Context: an optimization exercise on an open-source flow, tuned for small area and a short achievable clock period. The choices shown serve that exercise and are no tape-out recipe. In this exercise RTL edits were held to simulation tests only and were not proved equivalent to the original. Power is estimated from default activity; no workload was simulated.

Setup of fjord:
==> flow/design.v <==
module sett_blkchk (
    input  wire         clk,
    input  wire         rst,           
    input  wire         in_valid,
    input  wire         in_write,      
    input  wire [2:0]   in_idx,
    input  wire [73:0]  in_wword,
    input  wire [591:0] in_block,      
    input  wire [7:0]   in_rowchk,
    input  wire [73:0]  in_colchk,
    output reg          out_valid,
    output reg  [73:0]  out_word,      
    output reg  [591:0] out_block,     
    output reg  [7:0]   out_rowchk,    
    output reg  [73:0]  out_colchk,
    output reg          out_corr,      
    output reg          out_chkfix,    
    output reg          out_uncorr,    
    output reg  [2:0]   out_err_word,  
    output reg  [6:0]   out_err_bit    
);
    localparam W  = 74;    
    localparam NW = 8;     
    localparam POISON = 73;
    integer i, c, k;
    localparam TW = 25;     
    reg [7:0]  p_row_a;     
    reg [7:0]  p_row_b;     
    reg [7:0]  p_row_c;     
    reg [73:0] p_col;       
    always @* begin
        for (i = 0; i < NW; i = i + 1) begin
            p_row_a[i] = ^in_block[W*i +: TW];
            p_row_b[i] = ^in_block[W*i + TW +: TW];
            p_row_c[i] = ^in_block[W*i + 2*TW +: W - 2*TW];
        end
        for (c = 0; c < W; c = c + 1) begin
            p_col[c] = 1'b0;
            for (i = 0; i < NW; i = i + 1)
                p_col[c] = p_col[c] ^ in_block[W*i + c];
        end
    end
    reg          s1_valid;
    reg          s1_write;
    reg  [7:0]   s1_isel;     
    reg  [7:0]   s1_wsel;     
    reg  [73:0]  s1_wword;
    reg  [2:0]   s1_wpar;     
    reg  [591:0] s1_block;
    reg  [7:0]   s1_row_a;
    reg  [7:0]   s1_row_b;
    reg  [7:0]   s1_row_c;
    reg  [7:0]   s1_rowchk;
    reg  [73:0]  col_par;
    reg  [73:0]  col_fail;
    always @(posedge clk) begin
        if (rst)
            s1_valid <= 1'b0;
        else
            s1_valid <= in_valid;
        s1_write <= in_write;
        for (i = 0; i < NW; i = i + 1) begin
            s1_isel[i] <= in_idx == i;
            s1_wsel[i] <= in_write && in_idx == i;
        end
        s1_wword  <= in_wword;
        s1_wpar   <= {^in_wword[W-1:2*TW], ^in_wword[2*TW-1:TW], ^in_wword[TW-1:0]};
        s1_block  <= in_block;
        s1_row_a  <= p_row_a;
        s1_row_b  <= p_row_b;
        s1_row_c  <= p_row_c;
        s1_rowchk <= in_rowchk;
        col_par   <= p_col;
        col_fail  <= p_col ^ in_colchk;
    end
    wire [7:0] row_fail = s1_row_a ^ s1_row_b ^ s1_row_c ^ s1_rowchk;
    reg [2:0] row_hi, row_lo;
    reg [6:0] col_hi, col_lo;
    always @* begin
        for (k = 0; k < 3; k = k + 1) begin
            row_hi[k] = 1'b0;
            row_lo[k] = 1'b0;
            for (i = 0; i < NW; i = i + 1)
                if ((i >> k) & 1) row_hi[k] = row_hi[k] | row_fail[i];
                else              row_lo[k] = row_lo[k] | row_fail[i];
        end
        for (k = 0; k < 7; k = k + 1) begin
            col_hi[k] = 1'b0;
            col_lo[k] = 1'b0;
            for (c = 0; c < W; c = c + 1)
                if ((c >> k) & 1) col_hi[k] = col_hi[k] | col_fail[c];
                else              col_lo[k] = col_lo[k] | col_fail[c];
        end
    end
    wire row_any  = row_hi[0] | row_lo[0];
    wire col_any  = col_hi[0] | col_lo[0];
    wire row_many = |(row_hi & row_lo);
    wire col_many = |(col_hi & col_lo);
    wire row_one  = row_any & ~row_many;
    wire col_one  = col_any & ~col_many;
    wire do_corr   = row_one & col_one;
    wire do_chkfix = (row_one & ~col_any) | (~row_any & col_one);
    wire do_uncorr = row_many | col_many;
    wire [7:0] row_flip = {NW{do_corr}} & row_fail;
    wire [7:0] poison   = {NW{do_uncorr}} & (row_fail | {NW{~row_any}});
    wire [7:0] pz_new   = poison & ~{s1_block[W*7 + POISON], s1_block[W*6 + POISON],
                                     s1_block[W*5 + POISON], s1_block[W*4 + POISON],
                                     s1_block[W*3 + POISON], s1_block[W*2 + POISON],
                                     s1_block[W*1 + POISON], s1_block[W*0 + POISON]};
    reg [7:0]   wsel;       
    reg [591:0] wr_block;   
    reg [7:0]   flip_row;   
    reg [7:0]   pois_row;   
    reg [591:0] new_block;
    always @* begin
        wsel = s1_wsel;
        for (i = 0; i < NW; i = i + 1)
            wr_block[W*i +: W] = wsel[i] ? s1_wword : s1_block[W*i +: W];
        flip_row = row_flip & ~wsel;
        pois_row = poison & ~wsel;
        for (i = 0; i < NW; i = i + 1) begin
            for (c = 0; c < W; c = c + 1)
                new_block[W*i + c] = wr_block[W*i + c] ^ (flip_row[i] & col_fail[c]);
            new_block[W*i + POISON] = new_block[W*i + POISON] | pois_row[i];
        end
    end
    reg [73:0] idx_word;    
    reg        idx_fail;    
    reg [73:0] fix_word;    
    reg [7:0]  new_row;
    reg [73:0] new_col;
    reg        keep;        
    always @* begin
        idx_word = 74'd0;
        for (i = 0; i < NW; i = i + 1)
            idx_word = idx_word | ({W{s1_isel[i]}} & s1_block[W*i +: W]);
        idx_fail = |(s1_isel & row_fail);
        fix_word = (s1_write ? s1_wword : idx_word)
                 ^ ({W{do_corr & idx_fail & ~s1_write}} & col_fail);
        fix_word[POISON] = fix_word[POISON] | (|(s1_isel & poison) & ~s1_write);
        for (i = 0; i < NW; i = i + 1)
            new_row[i] = wsel[i] ? ^s1_wpar
                       : s1_rowchk[i] ^ (row_fail[i] & ~do_corr) ^ pz_new[i];
        keep = ~(s1_write & idx_fail);
        for (c = 0; c < W; c = c + 1)
            new_col[c] = col_par[c] ^ (s1_write & (idx_word[c] ^ s1_wword[c]))
                       ^ (do_corr & keep & col_fail[c]);
        new_col[POISON] = new_col[POISON] ^ (^(pz_new & ~wsel));
    end
    always @(posedge clk) begin
        if (rst)
            out_valid <= 1'b0;
        else
            out_valid <= s1_valid;
        out_word     <= fix_word;
        out_block    <= new_block;
        out_rowchk   <= new_row;
        out_colchk   <= new_col;
        out_corr     <= do_corr;
        out_chkfix   <= do_chkfix;
        out_uncorr   <= do_uncorr;
        out_err_word <= row_hi;
        out_err_bit  <= col_hi;
    end
endmodule
==> flow/config.mk <==
export PLATFORM = sky130hd
export DESIGN_NAME = sett_blkchk
export DESIGN_NICKNAME = sett_blkchk
export VERILOG_FILES = /design/flow/design.v
export SDC_FILE = /design/flow/constraint.sdc
export NUM_CORES = 4
export LEC_CHECK = 0
export CAP_MARGIN = 60
export CORE_AREA = 2.3 2.72 377.7 377.28
export DIE_AREA = 0 0 380 380
export PLACE_DENSITY = 0.72
export SLEW_MARGIN = 60
==> flow/constraint.sdc <==
create_clock -name core_clock -period 15.0 [get_ports {clk}]
set_input_delay 3.0000 -clock core_clock [delete_from_list [all_inputs] [get_ports {clk}]]
set_output_delay 3.0000 -clock core_clock [all_outputs]
set_load 0.01 [all_outputs]
standard.sh (not shown) runs the stock make flow with config.mk's settings and CLKGATE_MAP_FILE= SYNTH_SCRIPT=/design/flow/synth_recipe.tcl, a recipe that flattens the netlist after the stock synthesis.
==> flow/flow/run.sh <==
#!/bin/bash
# Own flow: the standard ORFS layout with a few extra make settings:
# - port buffers use a plain buffer instead of the default delay-buffer cell,
# - CTS does not add dummy loads,
# - synthesis buffers are removed at floorplan instead of a timing repair there,
# - the timing repairs after CTS and global routing aim for extra setup slack
#   on the worst endpoints (the SDC is unchanged).
set -euo pipefail
EXTRA="'BUFFER_PORTS_ARGS=-buffer_cell sky130_fd_sc_hd__buf_1' 'CTS_ARGS=-sink_clustering_enable -repair_clock_nets -dont_use_dummy_load -sink_clustering_size 20 -sink_clustering_max_diameter 80' REMOVE_ABC_BUFFERS=1 SETUP_SLACK_MARGIN=10.8 TNS_END_PERCENT=10 'PLACE_PINS_ARGS=-min_distance 1 -min_distance_in_tracks'"
sed "s|\"\${@:-finish}\"|$EXTRA \"\${@:-finish}\"|" standard.sh > own_standard.sh
bash own_standard.sh > own_standard.log 2>&1
For umber, these inputs were changed with respect to fjord:
--- a/flow/design.v
+++ b/flow/design.v
@@ -23,16 +23,14 @@
     localparam NW = 8;     
     localparam POISON = 73;
     integer i, c, k;
-    localparam TW = 25;     
+    localparam HW = W / 2;
     reg [7:0]  p_row_a;     
     reg [7:0]  p_row_b;     
-    reg [7:0]  p_row_c;     
     reg [73:0] p_col;       
     always @* begin
         for (i = 0; i < NW; i = i + 1) begin
-            p_row_a[i] = ^in_block[W*i +: TW];
-            p_row_b[i] = ^in_block[W*i + TW +: TW];
-            p_row_c[i] = ^in_block[W*i + 2*TW +: W - 2*TW];
+            p_row_a[i] = ^in_block[W*i +: HW];
+            p_row_b[i] = ^in_block[W*i + HW +: W - HW];
         end
         for (c = 0; c < W; c = c + 1) begin
             p_col[c] = 1'b0;
@@ -45,11 +43,10 @@
     reg  [7:0]   s1_isel;     
     reg  [7:0]   s1_wsel;     
     reg  [73:0]  s1_wword;
-    reg  [2:0]   s1_wpar;     
+    reg          s1_wpar;     
     reg  [591:0] s1_block;
     reg  [7:0]   s1_row_a;
     reg  [7:0]   s1_row_b;
-    reg  [7:0]   s1_row_c;
     reg  [7:0]   s1_rowchk;
     reg  [73:0]  col_par;
     reg  [73:0]  col_fail;
@@ -64,16 +61,15 @@
             s1_wsel[i] <= in_write && in_idx == i;
         end
         s1_wword  <= in_wword;
-        s1_wpar   <= {^in_wword[W-1:2*TW], ^in_wword[2*TW-1:TW], ^in_wword[TW-1:0]};
+        s1_wpar   <= ^in_wword;
         s1_block  <= in_block;
         s1_row_a  <= p_row_a;
         s1_row_b  <= p_row_b;
-        s1_row_c  <= p_row_c;
         s1_rowchk <= in_rowchk;
         col_par   <= p_col;
         col_fail  <= p_col ^ in_colchk;
     end
-    wire [7:0] row_fail = s1_row_a ^ s1_row_b ^ s1_row_c ^ s1_rowchk;
+    wire [7:0] row_fail = s1_row_a ^ s1_row_b ^ s1_rowchk;
     reg [2:0] row_hi, row_lo;
     reg [6:0] col_hi, col_lo;
     always @* begin
@@ -139,7 +135,7 @@
                  ^ ({W{do_corr & idx_fail & ~s1_write}} & col_fail);
         fix_word[POISON] = fix_word[POISON] | (|(s1_isel & poison) & ~s1_write);
         for (i = 0; i < NW; i = i + 1)
-            new_row[i] = wsel[i] ? ^s1_wpar
+            new_row[i] = wsel[i] ? s1_wpar
                        : s1_rowchk[i] ^ (row_fail[i] & ~do_corr) ^ pz_new[i];
         keep = ~(s1_write & idx_fail);
         for (c = 0; c < W; c = c + 1)
- The final layout from umber, which completed every stage, passed the timing, design-rule and antenna checks at the end of the flow.
- Measured against each other, fjord and umber differ in post-layout minimum cycle time, the higher figure coming from umber.
- Summary of umber over fjord: count of flip-flops and latches dropped 10; internal power consumption lost 0.12 mW; worst setup slack went down by 0.046 ns.
- Via count: higher on umber
- fjord and umber ended up with roughly the same final design area excluding fillers.
- Total power was lower in the run labelled umber.
- Final routed wire length divided by cell count, fjord and umber, higher one = umber.
- [compare] base=fjord new=umber: worst setup timing slack at the placement stage climbed 0.065 ns; count of clock-buffer cells in the layout dropped 3; post-layout utilization of the core climbed 0.16 points; post-route clock period utilization climbed 0.31 points.

## separate check: timing with driven ports
How much do the figures lean on ideal ports? The routed layouts below were timed once more, with nothing changed but the port constraints.
Step 1 sets driving cells, clkbuf_16 on the clock port and buf_2 on the other inputs (assumed; they add their load-dependent delay and slew).
Step 2 moves the port delays by t, midway between the first and last clock arrival at a register: inputs arrive t later, outputs are due t later. That takes back most of the time a late clock gives input paths.
a / b / c = ideal ports / drivers / drivers and shift; a / b = the first two.
| run | t, ns | setup WS [ns] | hold slack, ns | latest minus earliest clock arrival (ns) |
|---|---|---|---|---|
| fjord | 0.798 | 10.636 / 10.602 / 9.889 | 0.447 / 0.447 / 0.447 | 0.060 / 0.060 |
| umber | 0.809 | 10.590 / 10.545 / 9.830 | 0.462 / 0.462 / 0.462 | 0.063 / 0.063 |
After both steps setup and hold are still met in every run listed. The setup slack of umber, which loses most, moves by -0.045 ns with the drivers and by -0.760 ns with both steps.
